From an optimization exercise on the open Yosys and OpenROAD flow, aimed at small area, a short achievable clock period and few clock cycles per item; shortcuts taken in it are not production practice. In this exercise RTL edits were held to simulation tests only and were not proved equivalent to the original. Power is estimated from default activity; no workload was simulated.

// dz16_rs_dec
module dz16_rs_dec (
    input             clk,
    input             rst,         
    input             in_valid,
    output            in_ready,
    input      [63:0] in_data,
    output            out_valid,
    input             out_ready,
    output     [63:0] out_data,
    output            out_last,
    output     [1:0]  out_status   
);
    localparam [1:0] ST_CLEAN = 2'd0, ST_CORR = 2'd1, ST_UNCORR = 2'd2, ST_POISON = 2'd3;
    localparam integer NROW = 13;
    localparam [63:0] POISON_S = 64'h917fe9c4ff071064;
    function [7:0] gf_mul(input [7:0] a, input [7:0] b);
        integer i;
        reg [7:0] p, aa;
        begin
            p  = 8'd0;
            aa = a;
            for (i = 0; i < 8; i = i + 1) begin
                if (b[i]) p = p ^ aa;
                aa = {aa[6:0], 1'b0} ^ (aa[7] ? 8'h1D : 8'h00);
            end
            gf_mul = p;
        end
    endfunction
    localparam [3:0] LAM = 4'hf;
    function [3:0] g16_mul(input [3:0] a, input [3:0] b);
        integer i;
        reg [3:0] p, aa;
        begin
            p  = 4'd0;
            aa = a;
            for (i = 0; i < 4; i = i + 1) begin
                if (b[i]) p = p ^ aa;
  ...
Size in the first run: ~6300 cells after synthesis, ~59000 sq um of cells after synthesis.
make LEC_CHECK=0 CAP_MARGIN=20 CORE_MARGIN=2 CORE_UTILIZATION=40 SETUP_SLACK_MARGIN=5 SLEW_MARGIN=20 finish   # period 10.0 ns
run.sh (not shown) runs the stock make flow with config.mk's settings and CLKGATE_MAP_FILE= SYNTH_SCRIPT=/design/flow/synth_recipe.tcl, a recipe that flattens the netlist after the stock synthesis.
Testbench counts at the start, summed over its fixed seeds: cycles 17,376, items 1,920.
==> next run, changes <==
==> flow/flow/run.sh (new file) <==
#!/bin/bash
# The standard layout (standard.sh, unchanged synthesis and steps), except
# that the input and output ports are buffered with buf_2 cells instead of
# the default port buffer cell. Full make output goes to standard.log.
set -uo pipefail
export BUFFER_PORTS_ARGS="-buffer_cell sky130_fd_sc_hd__buf_2"
bash standard.sh > standard.log 2>&1
==> flow/standard.sh (new file) <==
#!/bin/bash
# synth_recipe.tcl (not shown) runs the flow's synth.tcl, then flattens the netlist and writes it again
# the make line also repeats each setting of config.mk as NAME=value (left out here)
make -C /OpenROAD-flow-scripts/flow DESIGN_CONFIG=/design/flow/config.mk WORK_HOME=/design/flow/orfs CLKGATE_MAP_FILE= SYNTH_SCRIPT=/design/flow/synth_recipe.tcl "${@:-finish}"
removed: flow/run.sh
Effect:
- power barely changes
- count of clock-buffer cells in the layout is lower by 3
- global-route usage hardly moves
- via count came out lower by 0.73%
- clock power went down by about 1%
- setup slack improved by 0.14 ns
- sequential power hardly moves
- first-iteration DRC count hardly moves
- non-clock buffer count is lower by 85
- wire length came out lower by 0.64%
- cell count falls by 1.0%

========
Another version of the RTL of dz16_rs_dec (not shown whole).
Size: roughly 6100 cells after synthesis, about 140 I/O pins, about 0.059 mm² of cells after synthesis.
==> flow/config.mk <==
export PLATFORM = sky130hd
export DESIGN_NAME = dz16_rs_dec
export DESIGN_NICKNAME = dz16_rs_dec
export VERILOG_FILES = /design/flow/design.v
export SDC_FILE = /design/flow/constraint.sdc
export NUM_CORES = 4
export LEC_CHECK = 0
export CAP_MARGIN = 20
export CORE_MARGIN = 2
export CORE_UTILIZATION = 40
export SETUP_SLACK_MARGIN = 5
export SLEW_MARGIN = 20
==> flow/constraint.sdc <==
create_clock -name core_clock -period 10.0 [get_ports {clk}]
set_input_delay 2.0000 -clock core_clock [delete_from_list [all_inputs] [get_ports {clk}]]
set_output_delay 2.0000 -clock core_clock [all_outputs]
set_load 0.01 [all_outputs]
standard.sh (not shown) runs the stock make flow with config.mk's settings and CLKGATE_MAP_FILE= SYNTH_SCRIPT=/design/flow/synth_recipe.tcl, a recipe that flattens the netlist after the stock synthesis.
==> flow/flow/run.sh <==
#!/bin/bash
# The standard layout (standard.sh, unchanged synthesis and steps), except
# that the input and output ports are buffered with buf_2 cells instead of
# the default port buffer cell. Full make output goes to standard.log.
set -uo pipefail
export BUFFER_PORTS_ARGS="-buffer_cell sky130_fd_sc_hd__buf_2"
bash standard.sh > standard.log 2>&1
Testbench counts at the start, summed over its fixed seeds: cycles 17,376, items 1,920.
Change:
- CORE_UTILIZATION: 40 -> 60
Global-route usage rises by 11 points.
Cell count falls by 8.0%.
Clock power falls by about 1%.
Core utilization rises by 22 points.
Change:
==> flow/flow/run.sh (replaced) <==
#!/bin/bash
# The standard layout (standard.sh, unchanged synthesis and steps), except
#  - the input and output ports are buffered with buf_2 cells instead of the
#    default port buffer cell;
#  - clock tree synthesis does not add dummy loads to the clock tree leaves.
# Full make output goes to standard.log; ORFS's per-step logs stay in orfs/logs.
set -uo pipefail
export BUFFER_PORTS_ARGS="-buffer_cell sky130_fd_sc_hd__buf_2"
export CTS_ARGS="-sink_clustering_enable -repair_clock_nets -dont_use_dummy_load"
bash standard.sh > standard.log 2>&1
- CORE_UTILIZATION: 60 -> 40
After rerunning: The new run finished clean; core utilization is lower by 23 points; clock-buffer cell count goes down by 47; total power fell by 1.4%; register-to-register slack improves by 0.10 ns; die area increases by 49%; clock power decreases by 17%.

## what the ideal ports hide
Ports are ideal in the flow. The routed layouts listed here were re-timed in OpenROAD.
Step 1 assumes that a clkbuf_16 drives the clock port and a buf_2 every other input.
Step 2, shift: input delay + t, output delay - t, t = (earliest + latest rising clock arrival at the registers) / 2. This alone moves slack from input paths to output paths.
Three values: no drivers, after step 1, after step 2; two values: the first two.
run	t, ns	setup WS [ns]	pins driven straight from the clock port
the first run of note 1	0.768	5.013 / 5.067 / 4.298	1
the second run of note 1	0.790	5.154 / 5.134 / 4.613	1
the first run of note 2	0.785	5.064 / 4.991 / 4.553	1
the second run of note 2	0.757	5.023 / 4.924 / 4.167	1
the third run of note 2	0.763	5.055 / 4.982 / 4.439	1
After both steps every run listed still meets setup and hold. The setup slack of the second run of note 2, which loses most, moves by -0.099 ns with the drivers and by -0.856 ns with both steps.
